This is an optimization exercise on Yosys and OpenROAD, whose aim is small area, a short achievable clock period and few clock cycles per item, not a production implementation.
RTL that was checked went through simulation tests only; none was proved equivalent to the original.

==> build 18 <==
==> flow/design.v (excerpt) <==
module lns8_mac8 (
    input  wire         clk,
    input  wire         rst,         
    input  wire         in_valid,
    output wire         in_ready,
    input  wire         in_clear,    
    input  wire         in_last,     
    input  wire [15:0]  in_wb,       
    input  wire [7:0]   in_xs,       
    input  wire [63:0]  in_xr,       
    input  wire [63:0]  in_a,        
    input  wire [63:0]  in_w,        
    output reg          out_valid,
    output reg  [63:0]  out_v,
    output reg  [15:0]  out_w,
    output reg  [1:0]   out_tag,     
    output reg          out_sat
);
export LEC_CHECK = 0
export CAP_MARGIN = 20
export CELL_PAD_IN_SITES_DETAIL_PLACEMENT = 1
export CELL_PAD_IN_SITES_GLOBAL_PLACEMENT = 1
export CORE_MARGIN = 2
export CORE_UTILIZATION = 25
export GPL_ROUTABILITY_DRIVEN = 1
export PLACE_DENSITY = 0.35
export SLEW_MARGIN = 20
export SYNTH_MEMORY_MAX_BITS = 65536
create_clock -name core_clock -period 28.0 [get_ports {clk}]
run.sh (not shown) runs the stock make flow with config.mk's settings and CLKGATE_MAP_FILE= SYNTH_SCRIPT=/design/flow/synth_recipe.tcl, a recipe that flattens the netlist after the stock synthesis.
==> build 85: changes against build 18 <==
--- a/flow/design.v
+++ b/flow/design.v
@@ -123,35 +123,34 @@
             end
         end
     end
     wire [16:0] d_full = {{9{xs0[7]}}, xs0} - {w_front[15], w_front};
     wire        d_in   = (d_full[16:8] == 9'h000) || (d_full[16:8] == 9'h1FF);
     wire        d_pos  = ~d_full[16];
-    function [14:0] opdec;
+    function [11:0] opdec;
         input [6:0] m;
         if (m[6:3] == 4'd0) begin
             case (m[2:0])
-                3'd3:    opdec = {4'd11, 5'd9,  6'd11};
-                3'd5:    opdec = {4'd13, 5'd9,  6'd12};
-                3'd6:    opdec = {4'd11, 5'd10, 6'd12};
-                3'd7:    opdec = {4'd15, 5'd9,  6'd12};
-                3'd2:    opdec = {4'd0,  5'd10, 6'd11};
-                3'd4:    opdec = {4'd0,  5'd11, 6'd12};
-                default: opdec = {4'd0,  5'd9,  6'd10};
+                3'd3:    opdec = {4'd11, 4'd0,  4'd2};
+                3'd5:    opdec = {4'd13, 4'd0,  4'd3};
+                3'd6:    opdec = {4'd11, 4'd1,  4'd2};
+                3'd7:    opdec = {4'd15, 4'd0,  4'd3};
+                3'd2:    opdec = {4'd0,  4'd1,  4'd1};
+                3'd4:    opdec = {4'd0,  4'd2,  4'd1};
+                default: opdec = {4'd0,  4'd0,  4'd1};
             endcase
         end else begin
-            opdec[5:0] = {2'd0, m[6:3]} + 6'd12;
             case (m[2:0])
-                3'd0:    opdec[14:6] = {4'd0, {1'b0, m[6:3]} + 5'd11};
-                3'd1:    opdec[14:6] = {4'd1, {1'b0, m[6:3]}};
-                3'd2:    opdec[14:6] = {4'd2, {1'b0, m[6:3]}};
-                3'd3:    opdec[14:6] = {4'd3, {1'b0, m[6:3]} + 5'd5};
-                3'd4:    opdec[14:6] = {4'd4, {1'b0, m[6:3]} + 5'd4};
-                3'd5:    opdec[14:6] = {4'd5, {1'b0, m[6:3]} + 5'd1};
-                3'd6:    opdec[14:6] = {4'd6, {1'b0, m[6:3]} + 5'd2};
-                default: opdec[14:6] = {4'd7, {1'b0, m[6:3]} + 5'd2};
+                3'd0:    opdec = {4'd0, 4'd11, 4'd1};
+                3'd1:    opdec = {4'd1, 4'd0,  4'd12};
+                3'd2:    opdec = {4'd2, 4'd0,  4'd12};
+                3'd3:    opdec = {4'd3, 4'd5,  4'd7};
+                3'd4:    opdec = {4'd4, 4'd4,  4'd8};
+                3'd5:    opdec = {4'd5, 4'd1,  4'd11};
+                3'd6:    opdec = {4'd6, 4'd2,  4'd10};
+                default: opdec = {4'd7, 4'd2,  4'd10};
             endcase
         end
     endfunction
     wire [3:0]   s1_klo [0:N-1];
     wire [3:0]   s1_khi [0:N-1];
     wire [6:0]   s1_t   [0:N-1];
@@ -172,25 +171,27 @@
             wire fin     = v0 & ~(a_zero | w_zero | a_inf | w_inf);
             wire any_inf = a_inf | w_inf;
             assign l_nan[k]  = v0 & ((a_zero & ca[7]) | (w_zero & cw[7]) |
                                      (any_inf & (a_zero | w_zero)));
             assign l_pinf[k] = v0 & any_inf & ~a_zero & ~w_zero & ~neg_s;
             assign l_ninf[k] = v0 & any_inf & ~a_zero & ~w_zero &  neg_s;
-            wire [3:0] ka, kw;
-            wire [4:0] ga, gw;
-            wire [5:0] ha, hw;
-            assign {ka, ga, ha} = opdec(ma);
-            assign {kw, gw, hw} = opdec(mw);
+            wire [3:0] ka, kw, za, zw, la, lw;
+            assign {ka, za, la} = opdec(ma);
+            assign {kw, zw, lw} = opdec(mw);
+            wire [3:0] ba = (ma[6:3] == 4'd0) ? 4'd9 : ma[6:3];
+            wire [3:0] bw = (mw[6:3] == 4'd0) ? 4'd9 : mw[6:3];
             wire swap = (ka > kw);
             assign s1_klo[k] = swap ? kw : ka;
             assign s1_khi[k] = swap ? ka : kw;
             wire [9:0] xr_s = {{2{xr0[8*k+7]}}, xr0[8*k +: 8]};
-            wire [9:0] yt   = xr_s + {5'd0, ga} + {5'd0, gw} - 10'd17;
-            wire [9:0] yl   = xr_s + {4'd0, ha} + {4'd0, hw} - 10'd105;
-            wire [9:0] t    = yt + d_full[9:0];
-            wire [9:0] tl   = yl + d_full[9:0];
+            wire [9:0] t    = xr_s + d_full[9:0] + {6'd0, ba} + {6'd0, bw} +
+                              {6'd0, za} + {6'd0, zw} - 10'd17;
+            wire [3:0] ya = (ma[6:3] == 4'd0) ? za + la : 4'd12;
+            wire [3:0] yw = (mw[6:3] == 4'd0) ? zw + lw : 4'd12;
+            wire [9:0] tl   = xr_s + d_full[9:0] + {6'd0, ba} + {6'd0, bw} +
+                              {6'd0, ya} + {6'd0, yw} - 10'd105;
             wire under = d_in ? t[9] : ~d_pos;
             assign s1_t[k]   = t[6:0];
             assign s1_fu[k]  = fin & ~under;
             assign s1_neg[k] = fin & neg_s;
             assign s1_ca[k]  = fin & (d_in ? ~tl[9] : d_pos);
             assign s1_cb[k]  = fin & d_in & (tl == 10'h3FF);
CORE_UTILIZATION = 35   (was 25)
PLACE_DENSITY = 0.45   (was 0.35)
==> comparison <==
- In build 18 the sequential share of layout area is lower than in build 85, by 0.81 points.
- In build 18 the synthesized cell count is larger than in build 85, by 4.0%.
- Between build 85 and build 18, the lower non-clock buffer count is in build 85 (gap 11).
- Against build 18, the die area of build 85 is smaller by 30%.
- Flip-flop and latch count is the same in build 18 and build 85.
- Of build 85 and build 18, build 18 has the higher register-to-register slack (gap 0.20 ns).
- Against build 85, the core utilization of build 18 is lower by 11 points.
No functional check of the RTL was part of any run of this note.

==> v19 <==
lns8_mac8, a different RTL version from the one above (not shown whole).
// lns8_mac8
module lns8_mac8 (
    input  wire         clk,
    input  wire         rst,         
    input  wire         in_valid,
    output wire         in_ready,
    input  wire         in_clear,    
    input  wire         in_last,     
    input  wire [15:0]  in_wb,       
    input  wire [7:0]   in_xs,       
    input  wire [63:0]  in_xr,       
    input  wire [63:0]  in_a,        
    input  wire [63:0]  in_w,        
    output reg          out_valid,
    output reg  [63:0]  out_v,
    output reg  [15:0]  out_w,
    output reg  [1:0]   out_tag,     
    output reg          out_sat
);
Settings: LEC_CHECK=0, CAP_MARGIN=20, CELL_PAD_IN_SITES_DETAIL_PLACEMENT=1, CELL_PAD_IN_SITES_GLOBAL_PLACEMENT=1, CORE_MARGIN=2, CORE_UTILIZATION=45, GPL_ROUTABILITY_DRIVEN=1, PLACE_DENSITY=0.55, SLEW_MARGIN=20, SYNTH_MEMORY_MAX_BITS=65536; clock period 28.0 ns.
==> v29: changes against v19 <==
--- a/flow/design.v
+++ b/flow/design.v
@@ -569,36 +569,37 @@
     wire        d_pos  = ~d_full[16];
     function [11:0] opdec;
         input [6:0] m;
         if (m[6:3] == 4'd0) begin
             case (m[2:0])
                 3'd3:    opdec = {4'd11, 4'd0,  4'd2};
                 3'd5:    opdec = {4'd13, 4'd0,  4'd3};
-                3'd6:    opdec = {4'd11, 4'd1,  4'd3};
+                3'd6:    opdec = {4'd11, 4'd1,  4'd2};
                 3'd7:    opdec = {4'd15, 4'd0,  4'd3};
-                3'd2:    opdec = {4'd0,  4'd1,  4'd2};
-                3'd4:    opdec = {4'd0,  4'd2,  4'd3};
+                3'd2:    opdec = {4'd0,  4'd1,  4'd1};
+                3'd4:    opdec = {4'd0,  4'd2,  4'd1};
                 default: opdec = {4'd0,  4'd0,  4'd1};
             endcase
         end else begin
             case (m[2:0])
-                3'd0:    opdec = {4'd0, 4'd11, 4'd12};
+                3'd0:    opdec = {4'd0, 4'd11, 4'd1};
                 3'd1:    opdec = {4'd1, 4'd0,  4'd12};
                 3'd2:    opdec = {4'd2, 4'd0,  4'd12};
-                3'd3:    opdec = {4'd3, 4'd5,  4'd12};
-                3'd4:    opdec = {4'd4, 4'd4,  4'd12};
-                3'd5:    opdec = {4'd5, 4'd1,  4'd12};
-                3'd6:    opdec = {4'd6, 4'd2,  4'd12};
-                default: opdec = {4'd7, 4'd2,  4'd12};
+                3'd3:    opdec = {4'd3, 4'd5,  4'd7};
+                3'd4:    opdec = {4'd4, 4'd4,  4'd8};
+                3'd5:    opdec = {4'd5, 4'd1,  4'd11};
+                3'd6:    opdec = {4'd6, 4'd2,  4'd10};
+                default: opdec = {4'd7, 4'd2,  4'd10};
             endcase
         end
     endfunction
-    wire [22:1]  s1_p   [0:N-1];
+    wire [3:0]   s1_klo [0:N-1];
+    wire [3:0]   s1_khi [0:N-1];
     wire [6:0]   s1_t   [0:N-1];
-    wire [N-1:0] s1_en, s1_neg, s1_clamp, s1_stk;
+    wire [N-1:0] s1_fu, s1_neg, s1_ca, s1_cb, s1_stk;
     wire [N-1:0] l_nan, l_pinf, l_ninf;
     genvar k;
     generate
         for (k = 0; k < N; k = k + 1) begin : dec
             wire [7:0] ca = a0[8*k +: 8];
             wire [7:0] cw = w0[8*k +: 8];
             wire [6:0] ma = ca[6:0];
@@ -610,73 +611,83 @@
             wire neg_s   = ca[7] ^ cw[7];
             wire fin     = v0 & ~(a_zero | w_zero | a_inf | w_inf);
             wire any_inf = a_inf | w_inf;
             assign l_nan[k]  = v0 & ((a_zero & ca[7]) | (w_zero & cw[7]) |
                                      (any_inf & (a_zero | w_zero)));
             assign l_pinf[k] = v0 & any_inf & ~a_zero & ~w_zero & ~neg_s;
             assign l_ninf[k] = v0 & any_inf & ~a_zero & ~w_zero &  neg_s;
-            wire [3:0] ka, kw, za, zw, ya, yw;
-            assign {ka, za, ya} = opdec(ma);
-            assign {kw, zw, yw} = opdec(mw);
+            wire [3:0] ka, kw, za, zw, la, lw;
+            assign {ka, za, la} = opdec(ma);
+            assign {kw, zw, lw} = opdec(mw);
             wire [3:0] ba = (ma[6:3] == 4'd0) ? 4'd9 : ma[6:3];
             wire [3:0] bw = (mw[6:3] == 4'd0) ? 4'd9 : mw[6:3];
-            wire       swap = (ka > kw);
-            wire       pc;
-            lns8_prod u_prod (
-                .klo(swap ? kw : ka),
-                .khi(swap ? ka : kw),
-                .p  (s1_p[k]),
-                .c  (pc)
-            );
-            wire [4:0] bb = {1'b0, ba} + {1'b0, bw};
-            wire [9:0] r  = {{2{xr0[8*k+7]}}, xr0[8*k +: 8]} + d_full[9:0];
-            wire [9:0] t  = r + ({5'd0, bb} + {6'd0, za} + {6'd0, zw} - 10'd17);
-            wire [9:0] tl = r + ({5'd0, bb} + {6'd0, ya} + {6'd0, yw} - 10'd105) + {9'd0, pc};
+            wire swap = (ka > kw);
+            assign s1_klo[k] = swap ? kw : ka;
+            assign s1_khi[k] = swap ? ka : kw;
+            wire [9:0] xr_s = {{2{xr0[8*k+7]}}, xr0[8*k +: 8]};
+            wire [9:0] t    = xr_s + d_full[9:0] + {6'd0, ba} + {6'd0, bw} +
+                              {6'd0, za} + {6'd0, zw} - 10'd17;
+            wire [3:0] ya = (ma[6:3] == 4'd0) ? za + la : 4'd12;
+            wire [3:0] yw = (mw[6:3] == 4'd0) ? zw + lw : 4'd12;
+            wire [9:0] tl   = xr_s + d_full[9:0] + {6'd0, ba} + {6'd0, bw} +
+                              {6'd0, ya} + {6'd0, yw} - 10'd105;
             wire under = d_in ? t[9] : ~d_pos;
-            wire clamp = fin & (d_in ? ~tl[9] : d_pos);
-            assign s1_t[k]     = t[6:0];
-            assign s1_en[k]    = fin & ~under & ~clamp;
-            assign s1_clamp[k] = clamp;
-            assign s1_neg[k]   = fin & neg_s;
-            assign s1_stk[k]   = (t[6:0] < 7'd22);
+            assign s1_t[k]   = t[6:0];
+            assign s1_fu[k]  = fin & ~under;
+            assign s1_neg[k] = fin & neg_s;
+            assign s1_ca[k]  = fin & (d_in ? ~tl[9] : d_pos);
+            assign s1_cb[k]  = fin & d_in & (tl == 10'h3FF);
+            assign s1_stk[k] = (t[6:0] < 7'd22);
         end
     endgenerate
-    reg  [22:1]  r1_p   [0:N-1];
+    reg  [3:0]   r1_klo [0:N-1];
+    reg  [3:0]   r1_khi [0:N-1];
     reg  [6:0]   r1_t   [0:N-1];
-    reg  [N-1:0] r1_en, r1_neg, r1_clamp, r1_stk;
+    reg  [N-1:0] r1_fu, r1_neg, r1_ca, r1_cb, r1_stk;
     reg          v1, clr1, last1;
     reg  [15:0]  w1;
     reg          nan1, pinf1, ninf1;
     integer i;
     always @(posedge clk) begin
         for (i = 0; i < N; i = i + 1) begin
-            r1_p[i] <= s1_p[i];
-            r1_t[i] <= s1_t[i];
+            r1_klo[i] <= s1_klo[i];
+            r1_khi[i] <= s1_khi[i];
+            r1_t[i]   <= s1_t[i];
         end
-        r1_en    <= s1_en;
-        r1_neg   <= s1_neg;
-        r1_clamp <= s1_clamp;
-        r1_stk   <= s1_stk;
-        v1       <= v0 & ~rst;
-        clr1     <= v0 & clr0;
-        last1    <= last0;
-        w1       <= w_front;
-        nan1     <= |l_nan;
-        pinf1    <= |l_pinf;
-        ninf1    <= |l_ninf;
+        r1_fu  <= s1_fu;
+        r1_neg <= s1_neg;
+        r1_ca  <= s1_ca;
+        r1_cb  <= s1_cb;
+        r1_stk <= s1_stk;
+        v1     <= v0 & ~rst;
+        clr1   <= v0 & clr0;
+        last1  <= last0;
+        w1     <= w_front;
+        nan1   <= |l_nan;
+        pinf1  <= |l_pinf;
+        ninf1  <= |l_ninf;
     end
     wire [63:0]  u [0:N-1];
     wire [N-1:0] cbit;
+    wire [N-1:0] l_clamp;
     generate
         for (k = 0; k < N; k = k + 1) begin : lane
-            wire [22:0] p     = {r1_p[k], 1'b1};
-            wire [6:0]  t     = r1_t[k];
-            wire        clamp = r1_clamp[k];
-            wire        en    = r1_en[k];
-            wire        neg   = r1_neg[k];
+            wire [22:1] p_hi;
+            wire        pc;
+            lns8_prod u_prod (
+                .klo(r1_klo[k]),
+                .khi(r1_khi[k]),
+                .p  (p_hi),
+                .c  (pc)
+            );
+            wire [22:0] p = {p_hi, 1'b1};
+            wire [6:0]  t = r1_t[k];
+            wire clamp = r1_ca[k] | (r1_cb[k] & pc);
+            wire en    = r1_fu[k] & ~clamp;
+            wire neg   = r1_neg[k];
             wire [29:0] y = {7'd0, p} << t[2:0];
             reg  [85:0] x;
             always @(*) begin
                 case (t[6:3])
                     4'd0:    x = {56'd0, y};
                     4'd1:    x = {48'd0, y, 8'd0};
                     4'd2:    x = {40'd0, y, 16'd0};
@@ -689,14 +700,15 @@
                     4'd9:    x = {y[13:0], 72'd0};
                     4'd10:   x = {y[5:0], 80'd0};
                     default: x = 86'd0;
                 endcase
             end
             wire [62:0] mag = ({63{en}} & x[85:23]) | {63{clamp}};
             wire        rb  = en & x[22] & (r1_stk[k] | x[23]);
+            assign l_clamp[k] = clamp;
             assign u[k]    = {~neg, mag ^ {63{neg}}};
             assign cbit[k] = neg ^ rb;
         end
     endgenerate
     function [CW-1:0] fa_s;
         input [CW-1:0] x, y, z;
         fa_s = x ^ y ^ z;
@@ -725,15 +737,15 @@
         cb2    <= cbit[7:6];
         w2     <= w1;
         clr2   <= clr1;
         last2  <= last1;
         nan2   <= nan1;
         pinf2  <= pinf1;
         ninf2  <= ninf1;
-        clamp2 <= |r1_clamp;
+        clamp2 <= |l_clamp;
         v2     <= v1 & ~rst;
     end
     reg signed [AW-1:0] acc;
     reg                 sat3, nan3, pinf3, ninf3;
     wire [AW-1:0] acc_in = clr2 ? {AW{1'b0}} : acc;
     wire [AW-1:0] bs = {{(AW-CW){1'b0}}, s2};
     wire [AW-1:0] bc = {{(AW-CW){1'b0}}, c2};
Settings changed: CORE_UTILIZATION 45 to 55, PLACE_DENSITY 0.55 to 0.65.
==> v39: changes against v19 <==
==> flow/flow/run.sh (new file) <==
#!/bin/bash
set -euo pipefail
export BUFFER_PORTS_ARGS="-buffer_cell sky130_fd_sc_hd__buf_2"
bash standard.sh > standard.log 2>&1
==> flow/standard.sh (new file) <==
#!/bin/bash
# synth_recipe.tcl (not shown) runs the flow's synth.tcl, then flattens the netlist and writes it again
# the make line also repeats each setting of config.mk as NAME=value (left out here)
make -C /OpenROAD-flow-scripts/flow DESIGN_CONFIG=/design/flow/config.mk WORK_HOME=/design/flow/orfs CLKGATE_MAP_FILE= SYNTH_SCRIPT=/design/flow/synth_recipe.tcl "${@:-finish}"
Settings changed: SLEW_MARGIN 20 to 50.
removed: flow/run.sh
==> notes.md <==
status = no timing/DRC/antenna violations
initial cell density of the core = 0.454
Final Util = 0.496
XOR/XNOR share of the synthesized area = 0.0758
clock buffers = 126
slowest cell on the critical path = clkdlybuf4s50_1
post-synthesis sequential area ratio = 0.187
average wire per standard cell = 27.4 um
total wire length = 385,000 um
post-synthesis register bit count = 860
HPWL after DPL = 301,000 um
That was v19.
==> notes.md <==
status = no timing/DRC/antenna violations
initial cell density of the core = 0.454
total wire length = 388,000 um
post-synthesis sequential area ratio = 0.187
HPWL after DPL = 304,000 um
clock buffers = 140
fraction of area in multi-input gates = 0.695
post-synthesis register bit count = 860
Final Util = 0.493
average wire per standard cell = 27.5 um
That was v39.
==> notes.md <==
post-synthesis sequential area ratio = 0.186
status = no timing/DRC/antenna violations
initial cell density of the core = 0.555
clock buffers = 134
total wire length = 422,000 um
post-synthesis register bit count = 876
XOR/XNOR share of the synthesized area = 0.0745
Final Util = 0.602
average wire per standard cell = 31.4 um
slowest cell on the critical path = clkdlybuf4s50_1
That was v29.
Testbench counts of v19, summed over its fixed seeds: cycles 24,040, rows 24,000.
Testbench counts of v39, summed over its fixed seeds: cycles 24,040, rows 24,000.
Only the layout flow was run in v29; the RTL was not checked for function there.

[separate check: timing with driven ports]
In the flow no input, the clock included, has a driving cell. The finished layouts below were timed again as built, in two steps. Step 1: set_driving_cell puts a clkbuf_16 on clk and a buf_2 on each other input, an assumption about the parent block. Step 2 also shifts input and output timing later by t, the mid clock arrival at the registers, as if the neighbouring blocks saw the same clock. a / b / c = ideal ports / drivers / drivers and shift; a / b = the first two.
| run | t, ns | setup WS [ns] | clock arrival spread, ns |
|---|---|---|---|
| build 18 | 1.019 | 20.335 / 20.217 / 20.939 | 0.079 / 0.080 |
| build 85 | 0.947 | 20.673 / 20.587 / 20.739 | 0.064 / 0.065 |
| v19 | 0.879 | 20.724 / 20.627 / 20.857 | 0.037 / 0.037 |
| v29 | 0.912 | 20.659 / 20.555 / 20.697 | 0.053 / 0.053 |
| v39 | 0.892 | 21.107 / 21.013 / 21.367 | 0.058 / 0.058 |
After both steps every run listed still meets setup and hold.
